Source: an optimization exercise on an open RTL-to-GDS flow (aim: small area, a short achievable clock period and few clock cycles). Production flows keep margins and buffers that such runs may drop. Only simulation tests tie the RTL to the original design; equivalence was not proved. Power and IR drop assume default switching activity.

===== design/flow/design.v =====
module bs16_lzc #(parameter LW = 5) (
    input  wire [(1<<LW)-1:0] x,
    output wire [LW:0]        n
);
    generate
        if (LW == 0) begin : g_leaf
            assign n = !x[0];
        end else begin : g_node
            localparam H = 1 << (LW - 1);
            wire [LW-1:0] nh, nl;
            bs16_lzc #(.LW(LW - 1)) u_h (.x(x[2*H-1:H]), .n(nh));
            bs16_lzc #(.LW(LW - 1)) u_l (.x(x[H-1:0]),   .n(nl));
            if (LW == 1) begin : g_two
                assign n = nh[0] ? {nl[0], !nl[0]} : 2'b00;
            end else begin : g_many
                assign n = nh[LW-1] ? {nl[LW-1], !nl[LW-1], nl[LW-2:0]} : {1'b0, nh};
            end
        end
    endgenerate
endmodule
module bs16_add #(parameter W = 8) (
    input  wire [W-1:0] a,
    input  wire [W-1:0] b,
    input  wire         ci,
    output wire [W-1:0] s,
    output wire         co
);
    reg [W-1:0] g, p, gg, pp;
    reg [W:0]   c;
    integer i, k;
    always @(*) begin
        g = a & b;
        p = a ^ b;
        gg = g;
        pp = p;
        gg[0] = g[0] | (p[0] & ci);
        for (k = 1; k < W; k = k * 2)
            for (i = 0; i < W; i = i + 1)
                if ((i / k) % 2 == 1) begin
                    gg[i] = gg[i] | (pp[i] & gg[(i / k) * k - 1]);
                    pp[i] = pp[i] & pp[(i / k) * k - 1];
                end
        c[0] = ci;
        for (i = 0; i < W; i = i + 1)
            c[i + 1] = gg[i];
    end
    assign s  = p ^ c[W-1:0];
    assign co = c[W];
endmodule
module bs16_hop (
    input  wire        clk,
    input  wire        rst,
    input  wire        in_valid,
    output wire        in_ready,
    input  wire        in_esc,
    input  wire [7:0]  in_e,
    input  wire [15:0] in_m,
    input  wire [31:0] in_f,
    input  wire [31:0] in_c,
    output wire        out_valid,
    input  wire        out_ready,
    output wire        out_esc,
    output wire [7:0]  out_e,
    output wire [31:0] out_data,
    output wire        out_last
);
    reg         rdy;               
    reg         v0;
    reg         s0_esc;
    reg  [31:0] s0_p;              
    reg  [31:0] s0_c;
    wire [7:0]  s0_e = s0_p[23:16];
    wire [15:0] s0_m = s0_p[15:0];
    wire [31:0] s0_f = s0_p;
    wire [7:0]  d_e   = s0_e;
    wire        d_neg = s0_m[15];
    wire [15:0] d_n   = d_neg ? ~s0_m : s0_m;
    wire [15:0] d_mag;
    bs16_add #(16) u_neg (.a(d_n), .b(16'd0), .ci(d_neg), .s(d_mag), .co());
    wire [4:0]  d_lzn;
    bs16_lzc #(4) u_dlz (.x(d_n), .n(d_lzn));
    wire [15:0] d_s1  = d_n  | (d_n  >> 1);
    wire [15:0] d_s2  = d_s1 | (d_s1 >> 2);
    wire [15:0] d_s4  = d_s2 | (d_s2 >> 4);
    wire [15:0] d_sm  = d_s4 | (d_s4 >> 8);           
    wire [4:0]  d_lz  = d_lzn - {4'd0, d_neg && (d_sm == d_n)};
    wire        d_nrm = (d_mag != 16'd0) && ({3'd0, d_lz} <= d_e);    
    wire [3:0]  d_sh  = d_nrm ? d_lz[3:0] : d_e[3:0];
    wire [15:0] d_ms  = d_mag << d_sh;
    wire [7:0]  d_x   = d_e + 8'd1 - {3'd0, d_lz};
    wire [7:0]  d_xe  = d_nrm ? d_x : 8'd1;             
    wire        sa   = s0_esc ? s0_f[31] : d_neg;
    wire [7:0]  ea   = s0_esc ? s0_f[30:23] : (d_nrm ? d_x : 8'd0);
    wire [22:0] fa   = s0_esc ? s0_f[22:0] : {d_ms[14:0], 8'd0};
    wire        ha   = s0_esc ? (s0_f[30:23] != 8'd0) : d_nrm;
    wire [7:0]  ea_e_f = (s0_f[30:23] == 8'd0) ? 8'd1 : s0_f[30:23];
    wire [7:0]  ea_e = s0_esc ? ea_e_f : d_xe;
    wire        sb   = s0_c[31];
    wire [7:0]  eb   = s0_c[30:23];
    wire [22:0] fb   = s0_c[22:0];
    wire [7:0]  eb_e = (eb == 8'd0) ? 8'd1 : eb;
    wire a_nan = s0_esc && (s0_f[30:23] == 8'hFF) && (s0_f[22:0] != 23'd0);
    wire b_nan = (eb == 8'hFF) && (fb != 23'd0);
    wire a_inf = s0_esc ? ((s0_f[30:23] == 8'hFF) && (s0_f[22:0] == 23'd0))
                        : ((s0_m == 16'h8000) && (d_e == 8'd254));
    wire b_inf = (eb == 8'hFF) && (fb == 23'd0);
    wire [8:0]  k_ab = {1'b0, d_e} + 9'd1 - {1'b0, eb_e};
    wire [8:0]  k_ba = {1'b0, eb_e} - {1'b0, d_e} - 9'd1;
    wire [8:0]  fab  = {1'b0, ea_e_f} - {1'b0, eb_e};
    wire [8:0]  fba  = {1'b0, eb_e} - {1'b0, ea_e_f};
    wire [8:0]  dab  = s0_esc ? fab : d_nrm ? (k_ab - {4'd0, d_lz}) : (9'd1 - {1'b0, eb_e});
    wire [8:0]  dba  = s0_esc ? fba : d_nrm ? (k_ba + {4'd0, d_lz}) : ({1'b0, eb_e} - 9'd1);
    wire        a_ge = !dab[8];    
    wire [8:0]  dd   = a_ge ? dab : dba;
    wire [4:0]  d5   = (dd > 9'd26) ? 5'd27 : dd[4:0];
    reg         v1, s1_esc;
    reg         s1_sx, s1_sy;
    reg  [7:0]  s1_ex;             
    reg  [23:0] s1_mx, s1_my;
    reg  [4:0]  s1_d;              
    reg         s1_nan, s1_inf, s1_infs, s1_zs;
    wire [26:0] my_g  = {s1_my, 3'b000};
    wire [26:0] my_sh = my_g >> s1_d;
    wire        stk   = |(my_g & ~({27{1'b1}} << s1_d));
    wire [27:0] my_al = {1'b0, my_sh[26:1], my_sh[0] | stk};
    wire [27:0] mx_g  = {1'b0, s1_mx, 3'b000};
    wire        s1_sub = s1_sx ^ s1_sy;
    wire [27:0] sum_a;
    wire        co_a;
    bs16_add #(28) u_sum (.a(mx_g), .b(s1_sub ? ~my_al : my_al), .ci(s1_sub), .s(sum_a), .co(co_a));
    wire [24:0] sum_b;
    bs16_add #(25) u_sub (.a({1'b0, s1_my}), .b(~{1'b0, s1_mx}), .ci(1'b1), .s(sum_b), .co());
    wire        flip  = s1_sub && !co_a;
    wire [27:0] sum   = flip ? {sum_b, 3'b000} : sum_a;
    wire        s_sx  = flip ? s1_sy : s1_sx;
    wire [5:0]  lz32;
    bs16_lzc #(5) u_lz (.x({sum[26:0], 5'b11111}), .n(lz32));
    wire [4:0]  lz    = lz32[4:0];                       
    wire [7:0]  exm1  = s1_ex - 8'd1;
    wire [4:0]  lsh   = ({3'd0, lz} <= exm1) ? lz : exm1[4:0];
    reg         v2, s2_esc;
    reg  [27:0] s2_sum;
    reg  [4:0]  s2_lsh;
    reg  [7:0]  s2_ex;
    reg         s2_sx, s2_zs, s2_nan, s2_inf, s2_infs;
    wire [26:0] nm    = s2_sum[27] ? {s2_sum[27:2], s2_sum[1] | s2_sum[0]} : (s2_sum[26:0] << s2_lsh);
    wire [7:0]  ne    = s2_sum[27] ? (s2_ex + 8'd1) : (s2_ex - {3'd0, s2_lsh});
    wire        rup   = nm[2] & (nm[1] | nm[0] | nm[3]);
    wire [23:0] rm;
    wire        rco;
    bs16_add #(24) u_rnd (.a(nm[26:3]), .b(24'd0), .ci(rup), .s(rm), .co(rco));
    wire [8:0]  re    = {1'b0, ne} + {8'd0, rco};
    wire [23:0] rmn   = rco ? {1'b1, rm[23:1]} : rm;
    wire [7:0]  rfld  = rmn[23] ? re[7:0] : 8'd0;
    reg  [31:0] y;
    always @(*) begin
        if (s2_nan)
            y = 32'h7FC00000;
        else if (s2_inf)
            y = {s2_infs, 8'hFF, 23'd0};
        else if (s2_sum == 28'd0)
            y = {s2_zs, 31'd0};
        else if (re >= 9'd255)
            y = {s2_sx, 8'hFF, 23'd0};
        else
            y = {s2_sx, rfld, rmn[22:0]};
    end
    reg         v3, s3_esc;
    reg  [31:0] s3_y;
    wire        y_neg = s3_y[31];
    wire [7:0]  y_ef  = s3_y[30:23];
    wire [22:0] y_f   = s3_y[22:0];
    wire        y_up  = !y_neg && (&y_f[22:8]);                                   
    wire        y_dn  = y_neg && (y_f[22:8] == 15'd0) && (y_f[7:0] <= 8'h80);     
    wire [7:0]  e_i   = (y_ef == 8'd0) ? {7'd0, !y_neg && (&y_f[22:7])}
                                       : (y_ef + {7'd0, y_up} - {7'd0, y_dn});
    wire        esc_i = s3_esc || (y_ef == 8'hFF);
    reg  [31:0] buf_q [0:31];
    reg  [4:0]  wcnt;          
    reg  [4:0]  rd;            
    reg         pend;          
    reg         eq;            
    reg  [7:0]  emax;
    reg         besc;
    reg  [7:0]  p_e;           
    reg         p_esc;
    wire        stall3 = pend && eq;                  
    wire        wr     = v3 && !stall3;
    wire        r3     = !v3 || !stall3;
    wire        r2     = !v2 || r3;
    wire        r1     = !v1 || r2;
    wire        last_w = wr && (wcnt == 5'd31);
    wire [7:0]  f_e    = (wcnt == 5'd0) ? e_i : ((e_i > emax) ? e_i : emax);
    wire        f_esc  = (wcnt == 5'd0) ? esc_i : (besc || esc_i);
    wire        f_besc = f_esc || (f_e == 8'hFF);
    wire [31:0] rsel = 32'd1 << rd;
    reg  [31:0] rv;
    integer k;
    always @(*) begin
        rv = 32'd0;
        for (k = 0; k < 32; k = k + 1)
            rv = rv | (buf_q[k] & {32{rsel[k]}});
    end
    reg         va;
    reg  [31:0] ra_v;
    reg  [7:0]  ra_e;
    reg         ra_esc;
    reg         ra_last;
    reg         ov;
    wire        ra_adv  = !ov || out_ready;           
    wire        rd_c    = pend || last_w;             
    wire        rd_go   = rd_c && (!va || ra_adv);
    wire [7:0]  e_mx    = (e_i > emax) ? e_i : emax;
    wire [7:0]  rv_e    = pend ? p_e : e_mx;
    wire        rv_x    = pend ? p_esc : (besc || esc_i || (e_mx == 8'hFF));
    wire [4:0]  gap     = rd - wcnt;
    wire        v0_m    = rdy || v0;                  
    wire        v1_n    = r1 ? v0 : v1;
    wire        v2_n    = r2 ? v1 : v2;
    wire        v3_n    = r3 ? v2 : v3;
    wire        full_n  = v0_m && v1_n && v2_n && v3_n;
    wire        eq_g    = wr ? eq : (gap == 5'd31);   
    wire        eq_s    = wr ? (gap == 5'd1) : eq;    
    wire        pend_g  = last_w || (pend && rd != 5'd31);
    wire        pend_s  = last_w || pend;
    wire        rdy_g   = !(full_n && pend_g && eq_g);
    wire        rdy_s   = !(full_n && pend_s && eq_s);
    always @(posedge clk) begin
        if (rdy || !v0) begin
            s0_esc <= in_esc;
            s0_p   <= in_esc ? in_f : {8'd0, in_e, in_m};
            s0_c   <= in_c;
        end
        if (r1) begin
            s1_esc  <= s0_esc;
            s1_sx   <= a_ge ? sa : sb;
            s1_sy   <= a_ge ? sb : sa;
            s1_ex   <= a_ge ? ea_e : eb_e;
            s1_mx   <= a_ge ? {ha, fa} : {eb != 8'd0, fb};
            s1_my   <= a_ge ? {eb != 8'd0, fb} : {ha, fa};
            s1_d    <= d5;
            s1_nan  <= a_nan || b_nan || (a_inf && b_inf && (sa != sb));
            s1_inf  <= a_inf || b_inf;
            s1_infs <= a_inf ? sa : sb;
            s1_zs   <= sa & sb;
        end
        if (r2) begin
            s2_esc  <= s1_esc;
            s2_sum  <= sum;
            s2_lsh  <= lsh;
            s2_ex   <= s1_ex;
            s2_sx   <= s_sx;
            s2_zs   <= s1_zs;
            s2_nan  <= s1_nan;
            s2_inf  <= s1_inf;
            s2_infs <= s1_infs;
        end
        if (r3) begin
            s3_esc  <= s2_esc;
            s3_y    <= y;
        end
        if (wr) begin
            buf_q[wcnt] <= s3_y;
            emax <= f_e;
            besc <= f_esc;
        end
        if (last_w) begin
            p_e   <= f_e;
            p_esc <= f_besc;
        end
        if (rd_go) begin
            ra_v    <= rv;
            ra_e    <= rv_e;
            ra_esc  <= rv_x;
            ra_last <= (rd == 5'd31);
        end
        if (rst) begin
            va   <= 1'b0;
            rdy  <= 1'b1;
            v0   <= 1'b0;
            v1   <= 1'b0;
            v2   <= 1'b0;
            v3   <= 1'b0;
            wcnt <= 5'd0;
            rd   <= 5'd0;
            pend <= 1'b0;
            eq   <= 1'b1;
        end else begin
            rdy  <= rd_go ? rdy_g : rdy_s;
            if (rdy) v0 <= in_valid;
            v1   <= v1_n;
            v2   <= v2_n;
            v3   <= v3_n;
            wcnt <= wcnt + {4'd0, wr};
            if (rd_go) rd <= rd + 5'd1;
            pend <= rd_go ? pend_g : pend_s;
            eq   <= rd_go ? eq_g : eq_s;
            if (rd_go) va <= 1'b1;
            else if (ra_adv) va <= 1'b0;
        end
    end
    wire [7:0]  v_ef  = ra_v[30:23];
    wire [23:0] v_m   = {v_ef != 8'd0, ra_v[22:0]};
    wire [7:0]  v_efe = (v_ef == 8'd0) ? 8'd1 : v_ef;
    wire signed [9:0] v_t = $signed({2'b00, ra_e}) + 10'sd1 - $signed({2'b00, v_efe});
    wire [4:0]  t_c   = v_t[9] ? 5'd0 : (v_t > 10'sd18) ? 5'd18 : v_t[4:0];
    wire [41:0] w     = {v_m, 18'd0} >> t_c;
    wire [15:0] q     = w[41:26];
    wire        rnd   = w[25] & ((|w[24:0]) | q[0]);
    wire        v_neg = ra_v[31];
    wire [15:0] mant;
    bs16_add #(16) u_enc (.a(v_neg ? ~q : q), .b(16'd0), .ci(v_neg ^ rnd), .s(mant), .co());
    reg         o_esc, o_last;
    reg  [7:0]  o_e;
    reg  [31:0] o_data;
    always @(posedge clk) begin
        if (rst)
            ov <= 1'b0;
        else if (ra_adv)
            ov <= va;
        if (ra_adv) begin
            o_esc  <= ra_esc;
            o_e    <= ra_esc ? 8'd0 : ra_e;
            o_data <= ra_esc ? ra_v : {16'd0, mant};
            o_last <= ra_last;
        end
    end
    assign in_ready  = rdy;
    assign out_valid = ov;
    assign out_esc   = o_esc;
    assign out_e     = o_e;
    assign out_data  = o_data;
    assign out_last  = o_last;
endmodule

===== design/flow/flow/run.sh =====
#!/bin/bash
# The standard layout, with every port buffered by a buf_4 instead of the
# default port buffer, so the ports' own buffers do not slow the I/O paths.
set -euo pipefail
bash standard.sh 'BUFFER_PORTS_ARGS=-buffer_cell sky130_fd_sc_hd__buf_4' finish > standard_flow.log 2>&1

===== design/flow/standard.sh =====
#!/bin/bash
# synth_recipe.tcl (not shown) runs the flow's synth.tcl, then flattens the netlist and writes it again
# the make line also repeats each setting of config.mk as NAME=value (left out here)
make -C /OpenROAD-flow-scripts/flow DESIGN_CONFIG=/design/flow/config.mk WORK_HOME=/design/flow/orfs CLKGATE_MAP_FILE= SYNTH_SCRIPT=/design/flow/synth_recipe.tcl "${@:-finish}"

===== design/flow/config.mk =====
export PLATFORM = sky130hd
export DESIGN_NAME = bs16_hop
export DESIGN_NICKNAME = bs16_hop
export VERILOG_FILES = /design/flow/design.v
export SDC_FILE = /design/flow/constraint.sdc
export NUM_CORES = 4
export LEC_CHECK = 0
export CAP_MARGIN = 20
export CORE_MARGIN = 2
export CORE_UTILIZATION = 60
export CTS_CLUSTER_DIAMETER = 100
export CTS_CLUSTER_SIZE = 30
export SETUP_SLACK_MARGIN = 2.0
export SLEW_MARGIN = 20

===== design/flow/constraint.sdc =====
create_clock -name core_clock -period 40.0 [get_ports {clk}]
set_input_delay 8.0000 -clock core_clock [delete_from_list [all_inputs] [get_ports {clk}]]
set_output_delay 8.0000 -clock core_clock [all_outputs]
set_load 0.01 [all_outputs]

==> results of run 1 <==
-- Yosys cell counts (all sizes together), types with 41 or more instances --
library cell,n
edfxtp,1339
a22oi,327
nor2,296
nand2,272
clkbuf,208
ha,203
inv,194
a21oi,184
nand3,180
o21ai,162
mux2i,122
xnor2,122
a22o,121
a221oi,111
nor3,76
nand4,74
mux2,66
and2,59
buf,56
xor2,52
a21o,45
a31oi,43
nor4,41
-- registers in the layout, summed over array words and instances, names as in the netlist, 24 cells and up --
signal,flops
s1_my,24
s0_p,32
o_data,32
s0_c,32
s2_sum,28
s3_y,32
ra_v,32
buf_q,1024
s1_mx,24
-- final cells by class --
cell class                      count  area (µm²)  area share (%)
Tap cell                         1403        1760            2.50
Multi-Input combinational cell   3130       23300            33.2
Antenna cell                        2        5.00         0.00713
Inverter                          199         747            1.06
Timing Repair Buffer              271        2190            3.12
Clock buffer                       70        1400            1.99
Sequential cell                  1358       40600            57.8
Clock inverter                     10         193           0.274
-- kinds of logic after synthesis --
logic type | after synthesis | share of synthesized area (%)
multiplexers | 228 | 4.40
AO/OA/AOI/OAI | 1292 | 14.4
AND/OR/NAND/NOR | 1208 | 9.15
XOR/XNOR | 174 | 2.34
flip-flops | 1358 | 62.3
adder cells (fa/ha/maj) | 228 | 4.66
buffers and inverters | 463 | 2.77
-- worst max-delay path by stage --
| stage | start | endpoint | slack [ns] |
|---|---|---|---|
| after detailed placement | out_ready | rdy | 30.08 |
| after floorplan | out_ready | rdy | 28.34 |
| final | rdy | in_ready | 30.68 |
| after global placement | out_ready | rdy | 30.10 |
| after CTS | rdy | in_ready | 30.67 |
| after global routing | rdy | in_ready | 30.62 |
-- layer usage --
layer / vias to the layer above / GRT usage [%] / routed length (µm)
met1: 22200 / 46.6 / 73600
li1: 19500 / - / -
met3: 570 / 5.41 / 20200
met5: - / 0 / 44
met2: 2767 / 60.3 / 97700
met4: 6 / 19.2 / 13400
-- report_power, final --
group / total [W] / leakage, nW / internal [W] / switching [W]
Combinational: 0.00148 / 11.0 / 0.000585 / 0.000900
Clock: 0.000692 / 0.759 / 0.000262 / 0.000430
Sequential: 0.00197 / 12.7 / 0.00183 / 0.000138
-- metrics by stage --
stage	area, µm²	power, W	instances
2_1_floorplan	65200	0.00298	4951
5_1_grt	70200	0.00434	6441
3_3_place_gp	68300	0.00340	6341
3_5_place_dp	68300	0.00343	6343
6_report	70200	0.00414	6443
4_1_cts	69900	0.00410	6423
==> results.toml, run 1 <==
[outcome]
status = "complete, no violations"

[setup_path]
r2r_end = "s2_lsh[2]"
r2r-start = "s1_d[0]"
critPathCaptureType = "output pin"
reg2reg_depth = 34
crit_chain = "buf_4"
criticalPathCategory = "reg -> out"
cpPeakStageDelay_ns = 0.43
cp_slowest_cell = "dfxtp_1"
required_ns = 32.00
start_kind = "flip-flop"
worst-path-buf-inv = 1
reg2reg_slack_ns = 31.72
critPathMaxFanout = 4
worstSetupPathDepth = 1
critical_path_arrival_ns = 1.32
crit_family = "flip-flops"

[layout]
drive_gt1_share_pct = 11.1
fin_nets = 5334
final_util_pct = 65.4
mostFrequentLayoutCells = "1339 x edfxtp_1, 327 x a22oi_1, 270 x nand2_1"
syn_to_final_growth_pct = 7.69
final_common_cell = "edfxtp_1"
nFillCells = 8000

[floorplanning]
ioPinCount = 137
chipHeight_um = 334
dieArea_mm2 = 0.111
start_util_pct = 60.7
core_mm2 = 0.107
die_x_um = 334
rows = 120

[logic_synthesis]
ys_warn_count = 5
netlist_top_cells_area = "edfxtp_1 62%, ha_1 3.9%, a22oi_1 3.8%"
yosys_register_bits = 1358
synth_top_cell_by_area = "edfxtp_1"
synth.top_cell.area_share_pct = 61.7
async_reset_ff_share_pct = 0
synth_area_per_cell_um2 = 13.2
synthDistinctLibCells = 101
synthCells = 4951
synth_edf_count = 1339
syn-cell-area_mm2 = 0.0652
yosysSeqAreaShare_pct = 62.3
ys.flop_type = "edfxtp_1"
syn-num-nets = 5272

[timing]
worst_pin_slew_ns = 1.19
skew_ns = 0.0557
period_share_pct = 23.3
fin_crit_ns = 9.32
hold_violations = 0
slew_viol_final = 0
setup_violations = 0
hold_ws_ns = 0.432
maxSlewHeadroom_pct = 20.7
setup_tns_ns = 0
layout_setup_ws_ns = 30.68
fmax_mhz = 107
grt_setup_unrepaired = "no"

[grt]
gr-total-overflow = 0
grt_pass1_vias = 42300
grt_max_degree = 69
antenna_found_initial = 4
grtUsageTotal_pct = 36.3
grt_first_pass_wirelength_um = 292000

[power_and_ir_drop]
irDropWorstVdd_v = 0.0000487
leakage_nw = 24.4
pwr_density_cell_mw_per_mm2 = 59.0

[cts]
root_buffer = "clkbuf_16"
cts_tree = "built"
post_cts_resized = 0
hold_buffers = 0
cts_sinks = 1358
cts_buffers = 53
clk_path_buf_depth = 3
post-cts-setup-buffers = 0
clk_pin_slew_ns = 0.12
cts.htree.levels = 2
clk_latency_ns = 0.73

[placed_design]
post-place-ws_ns = 30.08
io_buffers = 136
gp_congestion = 0.965
hpwl_um = 127000

[hold_path]
worstHoldEndpoint = "s2_infs"
hold_class = "reg -> reg"
min_from = "s1_infs"
holdPathStages = 0

[detailed_routing]
drt-vias-per-instance = 6.99
wirelength_um = 205000
via_count = 45000
drc = 0
initialDrtViolationCount = 6233
dr.pass1.iters = 9
avgRoutedWirePerCell_um = 31.8
ant_nets = 0

[run]
cap_violations = 0
Testbench counts, summed over its fixed seeds: cycles 16,688.
==> run 2, diff against run 1 <==
--- a/design/flow/config.mk
+++ b/design/flow/config.mk
@@ -10,5 +10,5 @@
 export CORE_UTILIZATION = 60
 export CTS_CLUSTER_DIAMETER = 100
-export CTS_CLUSTER_SIZE = 30
+export CTS_CLUSTER_SIZE = 27
 export SETUP_SLACK_MARGIN = 2.0
 export SLEW_MARGIN = 20
==> results.toml, run 2 <==
[logic_synthesis]
synth.top_cell.area_share_pct = 61.7
yosys.cell_count.top_type = "edfxtp_1"
synth_top_cell_by_area = "edfxtp_1"
ys_warn_count = 5
netlist_top_cells_area = "edfxtp_1 62%, ha_1 3.9%, a22oi_1 3.8%"
synthCells = 4951
yosysSeqAreaShare_pct = 62.3
synth_edf_count = 1339
syn-num-nets = 5272
ys.flop_type = "edfxtp_1"
synth_area_per_cell_um2 = 13.2
synth_common_cells = "1339 x edfxtp_1, 327 x a22oi_1, 294 x nor2_1, 271 x nand2_1, 208 x clkbuf_1"
syn-cell-area_mm2 = 0.0652
async_reset_ff_share_pct = 0
yosys_register_bits = 1358
synthDistinctLibCells = 101

[floorplanning]
die_x_um = 334
core_mm2 = 0.107
rows = 120
start_util_pct = 60.7
dieArea_mm2 = 0.111
ioPinCount = 137
chipHeight_um = 334

[detailed_routing]
via_count = 45000
ant_nets = 0
drc = 0
avgRoutedWirePerCell_um = 31.7
drt-vias-per-instance = 6.98
initialDrtViolationCount = 6057
dr.pass1.iters = 5
wirelength_um = 205000

[power_and_ir_drop]
leakage_nw = 24.5
pwr_density_cell_mw_per_mm2 = 59.3
irDropWorstVdd_v = 0.0000416

[timing]
setup_violations = 0
fin_crit_ns = 9.33
period_share_pct = 23.3
grt_setup_unrepaired = "no"
fmax_mhz = 107
slew_viol_final = 0
hold_violations = 0
maxSlewHeadroom_pct = 21.5
worst_pin_slew_ns = 1.18
skew_ns = 0.0570
setup_tns_ns = 0

[setup_path]
crit_chain = "buf_4"
critPathMaxFanout = 4
required_ns = 32.00
worst-path-buf-inv = 1
cpPeakStageDelay_ns = 0.43
start_kind = "flip-flop"
reg2reg_depth = 34
critPathCaptureType = "output pin"
cp_slowest_cell = "dfxtp_1"
r2r_end = "s2_lsh[2]"
criticalPathCategory = "reg -> out"
reg2reg_slack_ns = 31.69
critical_path_arrival_ns = 1.33
crit_family = "flip-flops"
r2r-start = "s1_d[0]"

[hold_path]
hold_class = "reg -> reg"
holdPathStages = 0
worstHoldEndpoint = "s2_infs"
min_from = "s1_infs"

[cts]
cts_tree = "built"
post_cts_resized = 0
clk_latency_ns = 0.74
hold_buffers = 0
cts_sinks = 1358
cts.htree.levels = 2
post-cts-setup-buffers = 0
clk_pin_slew_ns = 0.11
cts_buffers = 58
root_buffer = "clkbuf_16"
clk_path_buf_depth = 3

[layout]
final_util_pct = 65.5
top_register = "buf_q"
final_common_cell = "edfxtp_1"
multi_input_area_mm2 = 0.0233
seqCellArea_mm2 = 0.0406
syn_to_final_growth_pct = 7.83
drive_gt1_share_pct = 11.2
fin_nets = 5339
nFillCells = 7981
layout.cells.non_filler = 6451
largest_register_ffs = 1024
mostFrequentLayoutCells = "1339 x edfxtp_1, 327 x a22oi_1, 270 x nand2_1"

[grt]
grt_max_degree = 69
grtUsageTotal_pct = 36.4
grt_pass1_vias = 42400
grt_first_pass_wirelength_um = 293000
antenna_found_initial = 3
gr-total-overflow = 0

[placed_design]
io_buffers = 136
hpwl_um = 127000
dpl.cell_count = 6343
gp_congestion = 0.965

[run]
cap_violations = 0

[outcome]
status = "complete, no violations"
## run 2: cell types whose count changed in the layout (fill, tap and decap cells not counted), moves of 2 or more
cell       previous run  this run
clkbuf_16            54        58
clkinv_2              0         2
diode_2               2         4
inv_8                 1         3
## run 2: final cells by class
cell class,count,share of cell area [%]
Sequential cell,1358,57.7
Multi-Input combinational cell,3130,33.2
Antenna cell,4,0.0142
Tap cell,1403,2.50
Clock buffer,76,2.18
Clock inverter,10,0.228
Timing Repair Buffer,271,3.10
Inverter,199,1.06
## run 2: metal layers
layer | up-vias | GRT usage [%] | share of wire (%)
met4 | 4 | 19.1 | 6.6
met3 | 569 | 4.89 | 9.9
li1 | 19500 | - | -
met2 | 2839 | 60.5 | 48
met5 | - | 0 | 0.011
met1 | 22100 | 46.8 | 36
## run 2: how the worst max path moves through the flow
stage | endpoint | slack (ns) | startpoint | depth (start not counted)
2_1_floorplan | rdy | 28.34 | out_ready | 6
3_3_place_gp | rdy | 30.10 | out_ready | 8
3_5_place_dp | rdy | 30.08 | out_ready | 8
4_1_cts | in_ready | 30.65 | rdy | 1
5_1_grt | in_ready | 30.61 | rdy | 1
6_report | in_ready | 30.67 | rdy | 1
## run 2: logic make-up after synthesis
| kind of cell | share of synthesized area [%] |
|---|---|
| adders and majority gates | 4.66 |
| xor gates and xnor gates | 2.34 |
| DFF | 62.3 |
| buffers and inverters | 2.77 |
| and+or+nand+nor | 9.15 |
| muxes | 4.40 |
| AOI/OAI and AO/OA | 14.4 |
## run 2: metrics by stage
step,power [W],worst slack (ns),hold WS (ns),cell area (µm²)
final,0.00417,30.67,0.425,70300
after global routing,0.00436,30.61,0.444,70300
after CTS,0.00412,30.65,0.422,70000
after detailed placement,0.00343,30.08,0.408,68300
after global placement,0.00340,30.10,0.401,68300
after floorplan,0.00298,28.34,0.400,65200
## run 2: report_power, final
group	internal (W)	total, W	switching [W]
registers	0.00183	0.00197	0.000137
clock network	0.000277	0.000714	0.000437
logic	0.000584	0.00149	0.000901
total	0.00269	0.00417	0.00147
==> run 3, diff against run 2 <==
--- a/design/flow/config.mk
+++ b/design/flow/config.mk
@@ -8,7 +8,7 @@
 export CAP_MARGIN = 20
 export CORE_MARGIN = 2
-export CORE_UTILIZATION = 60
+export CORE_UTILIZATION = 66
 export CTS_CLUSTER_DIAMETER = 100
-export CTS_CLUSTER_SIZE = 27
+export CTS_CLUSTER_SIZE = 24
 export SETUP_SLACK_MARGIN = 2.0
 export SLEW_MARGIN = 20
==> results.toml, run 3 <==
[outcome]
status = "complete, no violations"

[layout]
fin_nets = 5347
mostFrequentLayoutCells = "1339 x edfxtp_1, 327 x a22oi_1, 270 x nand2_1"
multi_input_area_mm2 = 0.0233
final_common_cell = "edfxtp_1"
largest_register_ffs = 1024
layout.cells.non_filler = 6337
drive_gt1_share_pct = 11.4
final_util_pct = 71.8
syn_to_final_growth_pct = 8.01
top_register = "buf_q"
nFillCells = 6642
seqCellArea_mm2 = 0.0406

[setup_path]
worst-path-buf-inv = 1
cp_slowest_cell = "edfxtp_1"
required_ns = 32.00
critPathMaxFanout = 1
crit_family = "flip-flops"
critical_path_arrival_ns = 1.22
criticalPathCategory = "reg -> out"
crit_chain = "buf_4"
critPathCaptureType = "output pin"
start_kind = "flip-flop"
cpPeakStageDelay_ns = 0.39

[power_and_ir_drop]
irDropWorstVdd_v = 0.0000648
leakage_nw = 24.6
pwr_density_cell_mw_per_mm2 = 60.2

[timing]
hold_violations = 0
grt_setup_unrepaired = "no"
fmax_mhz = 108
fin_crit_ns = 9.22
setup_tns_ns = 0
worst_pin_slew_ns = 1.21
period_share_pct = 23.0
hold_ws_ns = 0.430
slew_viol_final = 0
skew_ns = 0.0247
setup_violations = 0
maxSlewHeadroom_pct = 19.3

[floorplanning]
start_util_pct = 66.4
rows = 115
chipHeight_um = 318
dieArea_mm2 = 0.101
core_mm2 = 0.0981
die_x_um = 318
ioPinCount = 137

[logic_synthesis]
ys_warn_count = 5
synth_top_family_by_area = "compound AO/OA/AOI/OAI gates"
synthAdderAreaFrac_pct = 4.66
synthMuxAreaShare_pct = 4.40
synth_top_cell_by_area = "edfxtp_1"
synth_edf_count = 1339
netlist_top_cells_area = "edfxtp_1 62%, ha_1 3.9%, a22oi_1 3.8%"
syn-cell-area_mm2 = 0.0652
synthDistinctLibCells = 101
yosys.cell_count.top_type = "edfxtp_1"
syn-num-nets = 5272
ys.flop_type = "edfxtp_1"
synth_xor_area_share_pct = 2.34
synth_common_cells = "1339 x edfxtp_1, 327 x a22oi_1, 294 x nor2_1, 271 x nand2_1, 208 x clkbuf_1"
synth_area_per_cell_um2 = 13.2
synth_compound_area_share_pct = 14.4
synth-simple-area-share_pct = 9.15
yosysSeqAreaShare_pct = 62.3
yosys_register_bits = 1358
synth.top_cell.area_share_pct = 61.7
synthCells = 4951
async_reset_ff_share_pct = 0

[cts]
cts_tree = "built"
root_buffer = "clkbuf_16"
clk_pin_slew_ns = 0.09
clk_path_buf_depth = 3
post-cts-setup-buffers = 0
cts.htree.levels = 3
hold_buffers = 0
post_cts_resized = 0
cts_sinks = 1358
cts_buffers = 68
clk_latency_ns = 0.68

[detailed_routing]
via_count = 45600
wirelength_um = 201000
initialDrtViolationCount = 7508
drt-vias-per-instance = 7.19
ant_nets = 0
drc = 0
avgRoutedWirePerCell_um = 31.7
dr.pass1.iters = 6

[grt]
grt_pass1_vias = 43400
grtUsageTotal_pct = 39.3
grt_max_degree = 69
antenna_found_initial = 4
gr-total-overflow = 0
grt_first_pass_wirelength_um = 290000

[placed_design]
gp_congestion = 0.967
io_buffers = 136
dpl.cell_count = 6223
hpwl_um = 125000

[hold_path]
hold_class = "reg -> reg"

[run]
cap_violations = 0
-- run 3: stage by stage --
step	worst slack, ns	instance area, µm²	total power (W)
after CTS	30.75	70100	0.00417
after global placement	30.22	68100	0.00339
after detailed placement	30.22	68100	0.00343
final	30.78	70400	0.00424
after global routing	30.74	70400	0.00442
after floorplan	28.34	65200	0.00298
-- run 3: layout make-up --
| type | count | area share, % |
|---|---|---|
| Antenna cell | 2 | 0.00711 |
| Tap cell | 1287 | 2.29 |
| Timing Repair Buffer | 269 | 3.09 |
| Sequential cell | 1358 | 57.6 |
| Inverter | 199 | 1.06 |
| Multi-Input combinational cell | 3130 | 33.1 |
| Clock inverter | 9 | 0.165 |
| Clock buffer | 83 | 2.62 |
-- run 3: layer usage --
layer  track usage (%)  up-vias  wire, µm
li1                  -    19500         -
met1              49.5    22000     67500
met2              64.3     3328     94500
met3              7.20      708     24300
met4              23.2        4     14500
met5                 0        -        55
-- run 3: final timing paths --
kind                            cells after the start         to  startpoint  slack [ns]
worst max-delay path                                1   out_e[2]      o_e[2]       30.78
worst min register to register                      0     o_last     ra_last        0.43
worst min-delay path                                0     o_last     ra_last        0.43
worst max register to register                     31  s2_lsh[2]     s1_d[0]       31.46
-- run 3: cell families after synthesis --
logic type	Yosys count
multiplexers	228
adder cells (fa/ha/maj)	228
AND/OR/NAND/NOR	1208
buffers and inverters	463
XOR/XNOR	174
flip-flops	1358
AO/OA/AOI/OAI	1292
-- run 3: power breakdown --
group          switching (W)  internal [W]
registers           0.000146       0.00183
clock network       0.000434      0.000332
logic               0.000908      0.000585
==> run 4, diff against run 3 <==
==> design/flow/flow/run.sh (replaced) <==
#!/bin/bash
# The standard layout, with every port buffered by a buf_4 instead of the
# default port buffer, and a clock tree built with fewer wire buffers.
set -euo pipefail
bash standard.sh 'BUFFER_PORTS_ARGS=-buffer_cell sky130_fd_sc_hd__buf_4' 'CTS_ARGS=-sink_clustering_enable -repair_clock_nets -sink_clustering_size 24 -sink_clustering_max_diameter 100 -distance_between_buffers 2000 -branching_point_buffers_distance 2000' finish > standard_flow.log 2>&1
==> results.toml, run 4 <==
[timing]
grt_setup_unrepaired = "no"
fin_crit_ns = 9.22
maxSlewHeadroom_pct = 19.3
fmax_mhz = 108
worst_pin_slew_ns = 1.21
slew_viol_final = 0
hold_violations = 0
layout_setup_ws_ns = 30.78
period_share_pct = 23.0
setup_violations = 0
skew_ns = 0.0247
setup_tns_ns = 0

[logic_synthesis]
yosys.cell_count.top_type = "edfxtp_1"
async_reset_ff_share_pct = 0
ys_warn_count = 5
syn-num-nets = 5272
synth.top_cell.area_share_pct = 61.7
synthCells = 4951
syn-cell-area_mm2 = 0.0652
yosysSeqAreaShare_pct = 62.3
synth_edf_count = 1339
synth_top_cell_by_area = "edfxtp_1"
yosys_register_bits = 1358
synth_area_per_cell_um2 = 13.2
ys.flop_type = "edfxtp_1"
synth_common_cells = "1339 x edfxtp_1, 327 x a22oi_1, 294 x nor2_1, 271 x nand2_1, 208 x clkbuf_1"
netlist_top_cells_area = "edfxtp_1 62%, ha_1 3.9%, a22oi_1 3.8%"
synthDistinctLibCells = 101

[detailed_routing]
ant_nets = 0
avgRoutedWirePerCell_um = 31.7
initialDrtViolationCount = 7508
drc = 0
dr.pass1.iters = 6
wirelength_um = 201000
drt-vias-per-instance = 7.19
via_count = 45600

[floorplanning]
die_x_um = 318
core_mm2 = 0.0981
rows = 115
dieArea_mm2 = 0.101
chipHeight_um = 318
start_util_pct = 66.4
ioPinCount = 137

[grt]
grtUsageTotal_pct = 39.3
grt_pass1_vias = 43400
gr-total-overflow = 0
grt_first_pass_wirelength_um = 290000
antenna_found_initial = 4
grt_max_degree = 69

[placed_design]
dpl.cell_count = 6223
hpwl_um = 125000
io_buffers = 136
post-place-ws_ns = 30.22
gp_congestion = 0.967

[setup_path]
crit_chain = "buf_4"
cp_slowest_cell = "edfxtp_1"
critical_path_arrival_ns = 1.22
required_ns = 32.00
worst-path-buf-inv = 1
reg2reg_depth = 31
criticalPathCategory = "reg -> out"
start_kind = "flip-flop"
critPathCaptureType = "output pin"
crit_family = "flip-flops"
critPathMaxFanout = 1
worstSetupPathDepth = 1
cpPeakStageDelay_ns = 0.39

[layout]
largest_register_ffs = 1024
layout.cells.non_filler = 6337
mostFrequentLayoutCells = "1339 x edfxtp_1, 327 x a22oi_1, 270 x nand2_1"
final_util_pct = 71.8
final_common_cell = "edfxtp_1"
fin_nets = 5347
top_register = "buf_q"
drive_gt1_share_pct = 11.4
syn_to_final_growth_pct = 8.01

[cts]
cts_tree = "built"
cts_buffers = 68
root_buffer = "clkbuf_16"
clk_path_buf_depth = 3
post_cts_resized = 0
clk_pin_slew_ns = 0.09
cts_sinks = 1358
cts.htree.levels = 3
post-cts-setup-buffers = 0
clk_latency_ns = 0.68
hold_buffers = 0

[outcome]
status = "complete, no violations"

[run]
cap_violations = 0

[power_and_ir_drop]
irDropWorstVdd_v = 0.0000648
pwr_density_cell_mw_per_mm2 = 60.2
leakage_nw = 24.6
fin_total_pwr_w = 0.00424

[hold_path]
hold_class = "reg -> reg"
holdPathStages = 0
==> run 4: cell counts in the layout (fill, tap and decap cells not counted) <==
Identical to the previous run, type by type.
==> run 4: cells by family after synthesis <==
family	Yosys count	share of synthesized area, %
compound gates	1292	14.4
xor+xnor	174	2.34
fa+ha+maj	228	4.66
buf+inv	463	2.77
flops	1358	62.3
mux	228	4.40
simple gates	1208	9.15
==> run 4: report_power, final <==
group,internal (W),switching (W),total (W)
sequential,0.00183,0.000146,0.00198
combinational,0.000585,0.000908,0.00149
clock,0.000332,0.000434,0.000767
total,0.00275,0.00149,0.00424
==> run 4: path summary, 6_finish.rpt <==
kind / startpoint / to / slack, ns
worst max-delay path: o_e[2] / out_e[2] / 30.78
worst min-delay path: ra_last / o_last / 0.43
worst max register to register: s1_d[0] / s2_lsh[2] / 31.46
worst min register to register: ra_last / o_last / 0.43
==> run 4: cell type report <==
type,instances,area [µm²]
well taps,1287,1610
diodes,2,5.00
repair buffers,269,2180
clock inverters,9,116
inverters,199,747
multi-input cells,3130,23300
clock buffers,83,1840
flip-flops and latches,1358,40600
fillers,6642,27700
==> run 4: per-stage QoR <==
stage	hold slack [ns]	area, µm²
after floorplan	0.400	65200
after CTS	0.429	70100
after detailed placement	0.410	68100
final	0.430	70400
after global routing	0.447	70400
after global placement	0.404	68100
==> run 4: routing by layer <==
layer  routed length [µm]  global-route usage [%]  vias to the layer above
met5                   55                       0                        -
met4                14500                    23.2                        4
met3                24300                    7.20                      708
met2                94500                    64.3                     3328
met1                67500                    49.5                    22000
li1                     -                       -                    19500
==> run 5, diff against run 4 <==
==> design/flow/flow/run.sh (replaced) <==
#!/bin/bash
# The standard layout, with every port buffered by a buf_4 instead of the
# default port buffer, and a clock tree built with one level of sink clustering.
set -euo pipefail
bash standard.sh 'BUFFER_PORTS_ARGS=-buffer_cell sky130_fd_sc_hd__buf_4' 'CTS_ARGS=-sink_clustering_enable -repair_clock_nets -sink_clustering_size 24 -sink_clustering_max_diameter 100 -sink_clustering_levels 1' finish > standard_flow.log 2>&1
==> results.toml, run 5 <==
[placed_design]
post-place-ws_ns = 30.22
hpwl_um = 125000
gp_congestion = 0.967
io_buffers = 136
dpl-instance-area_mm2 = 0.0681

[logic_synthesis]
synthMuxAreaShare_pct = 4.40
synth_edf_count = 1339
yosysSeqAreaShare_pct = 62.3
synthCells = 4951
yosys_register_bits = 1358
syn-num-nets = 5272
async_reset_ff_share_pct = 0
netlist_top_cells_area = "edfxtp_1 62%, ha_1 3.9%, a22oi_1 3.8%"
synth_area_per_cell_um2 = 13.2
yosys.cell_count.top_type = "edfxtp_1"
synth_top_cell_by_area = "edfxtp_1"
synth_compound_area_share_pct = 14.4
synth_xor_area_share_pct = 2.34
ys.flop_type = "edfxtp_1"
ys_warn_count = 5
synth_common_cells = "1339 x edfxtp_1, 327 x a22oi_1, 294 x nor2_1, 271 x nand2_1, 208 x clkbuf_1"
synth.top_cell.area_share_pct = 61.7
synthDistinctLibCells = 101
synth_top_family_by_area = "compound AO/OA/AOI/OAI gates"
synth-simple-area-share_pct = 9.15
synthAdderAreaFrac_pct = 4.66
syn-cell-area_mm2 = 0.0652

[setup_path]
cp_slowest_cell = "edfxtp_1"
critPathCaptureType = "output pin"
critical_path_arrival_ns = 1.22
r2r-start = "s1_d[0]"
cpPeakStageDelay_ns = 0.39
reg2reg_slack_ns = 31.46
crit_family = "flip-flops"
critPathMaxFanout = 1
criticalPathCategory = "reg -> out"
crit_chain = "buf_4"
worst-path-buf-inv = 1
reg2reg_depth = 31
r2r_end = "s2_lsh[2]"
start_kind = "flip-flop"
required_ns = 32.00

[power_and_ir_drop]
leakage_nw = 24.6
irDropWorstVdd_v = 0.0000648
fin_total_pwr_w = 0.00424
pwr_density_cell_mw_per_mm2 = 60.2

[grt]
grt_first_pass_wirelength_um = 290000
grt_pass1_vias = 43400
gr-total-overflow = 0
grt_max_degree = 69
antenna_found_initial = 4
grtUsageTotal_pct = 39.3

[detailed_routing]
via_count = 45600
initialDrtViolationCount = 7508
dr.pass1.iters = 6
drt-vias-per-instance = 7.19
avgRoutedWirePerCell_um = 31.7
wirelength_um = 201000
drc = 0
ant_nets = 0

[layout]
largest_register_ffs = 1024
syn_to_final_growth_pct = 8.01
mostFrequentLayoutCells = "1339 x edfxtp_1, 327 x a22oi_1, 270 x nand2_1"
multi_input_area_mm2 = 0.0233
nFillCells = 6642
fin_area_mm2 = 0.0704
seqCellArea_mm2 = 0.0406
top_register = "buf_q"
fin_nets = 5347
final_common_cell = "edfxtp_1"
drive_gt1_share_pct = 11.4

[cts]
clk_latency_ns = 0.68
hold_buffers = 0
post-cts-setup-buffers = 0
clk_pin_slew_ns = 0.09
post_cts_resized = 0
clk_path_buf_depth = 3
cts.htree.levels = 3
root_buffer = "clkbuf_16"
cts_sinks = 1358
cts_tree = "built"
cts_buffers = 68

[timing]
grt_setup_unrepaired = "no"
skew_ns = 0.0247
hold_ws_ns = 0.430
setup_violations = 0
layout_setup_ws_ns = 30.78
slew_viol_final = 0
maxSlewHeadroom_pct = 19.3
period_share_pct = 23.0
hold_violations = 0
fin_crit_ns = 9.22
worst_pin_slew_ns = 1.21
fmax_mhz = 108
setup_tns_ns = 0

[hold_path]
worstHoldEndpoint = "o_last"
holdPathStages = 0
min_from = "ra_last"
hold_class = "reg -> reg"

[floorplanning]
dieArea_mm2 = 0.101
ioPinCount = 137
die_x_um = 318
start_util_pct = 66.4
rows = 115
core_mm2 = 0.0981
chipHeight_um = 318

[outcome]
status = "complete, no violations"

[run]
cap_violations = 0
run 5: power by group:
| part | internal [W] | switching (W) |
|---|---|---|
| clock | 0.000332 | 0.000434 |
| combinational | 0.000585 | 0.000908 |
| sequential | 0.00183 | 0.000146 |
| total | 0.00275 | 0.00149 |
run 5: through the flow:
step | std cells | util, %
floorplan | 4951 | -
global placement | 6223 | 69.4
detailed placement | 6223 | 69.4
CTS | 6315 | 71.4
global route | 6335 | 71.7
finish | 6337 | 71.8
run 5: how the worst max path moves through the flow:
stage | slack (ns) | end | from | cells past startpoint
2_1_floorplan | 28.34 | rdy | out_ready | 6
3_3_place_gp | 30.22 | rdy | out_ready | 7
3_5_place_dp | 30.22 | rdy | out_ready | 7
4_1_cts | 30.75 | out_data[9] | o_data[9] | 1
5_1_grt | 30.74 | in_ready | rdy | 1
6_report | 30.78 | out_e[2] | o_e[2] | 1
run 5: cell families (layout without fill, tap and decap cells):
kind of cell | count (synthesis) | after routing
simple gates | 1208 | 1208
other cells | 0 | 2
buf+inv | 463 | 560
fa+ha+maj | 228 | 228
xor+xnor | 174 | 174
flops | 1358 | 1358
compound gates | 1292 | 1292
mux | 228 | 228
run 5: per-layer routing:
| metal | part of all wire (%) | global-route usage, % |
|---|---|---|
| met5 | 0.027 | 0 |
| met1 | 34 | 49.5 |
| met4 | 7.2 | 23.2 |
| met2 | 47 | 64.3 |
| met3 | 12 | 7.20 |
run 5: cell type report:
type | instances | area share [%]
multi-input cells | 3130 | 33.1
clock buffers | 83 | 2.62
flip-flops and latches | 1358 | 57.6
well taps | 1287 | 2.29
diodes | 2 | 0.00711
inverters | 199 | 1.06
clock inverters | 9 | 0.165
repair buffers | 269 | 3.09

port drivers added, routing unchanged:
The results above use ideal ports. As a check the final layouts listed here were re-extracted and re-timed, cells and wires unchanged.
Step 1, drivers: a clkbuf_16 drives clk and a buf_2 each remaining input, both assumed.
Step 2 also shifts input and output timing later by t, the mid clock arrival at the registers, as if the neighbouring blocks saw the same clock.
a / b / c = ideal / step 1 / step 2; a / b = the first two.
run | t (ns) | setup slack, ns | worst hold slack (ns) | worst data-port slew with drivers (ns) | pins driven straight from the clock port
run 1 | 0.781 | 30.681 / 30.602 / 30.092 | 0.432 / 0.432 / 0.432 | 0.04 | 1
run 2 | 0.798 | 30.665 / 30.588 / 30.113 | 0.425 / 0.425 / 0.425 | 0.04 | 1
run 3 | 0.747 | 30.781 / 30.699 / 30.207 | 0.430 / 0.430 / 0.430 | 0.06 | 1
run 4 | 0.747 | 30.781 / 30.699 / 30.207 | 0.430 / 0.430 / 0.430 | 0.06 | 1
run 5 | 0.747 | 30.781 / 30.699 / 30.207 | 0.430 / 0.430 / 0.430 | 0.06 | 1
After both steps every run listed still meets setup and hold. For run 1, which loses most, drivers alone change the setup slack by -0.079 ns; drivers and shift together by -0.589 ns.
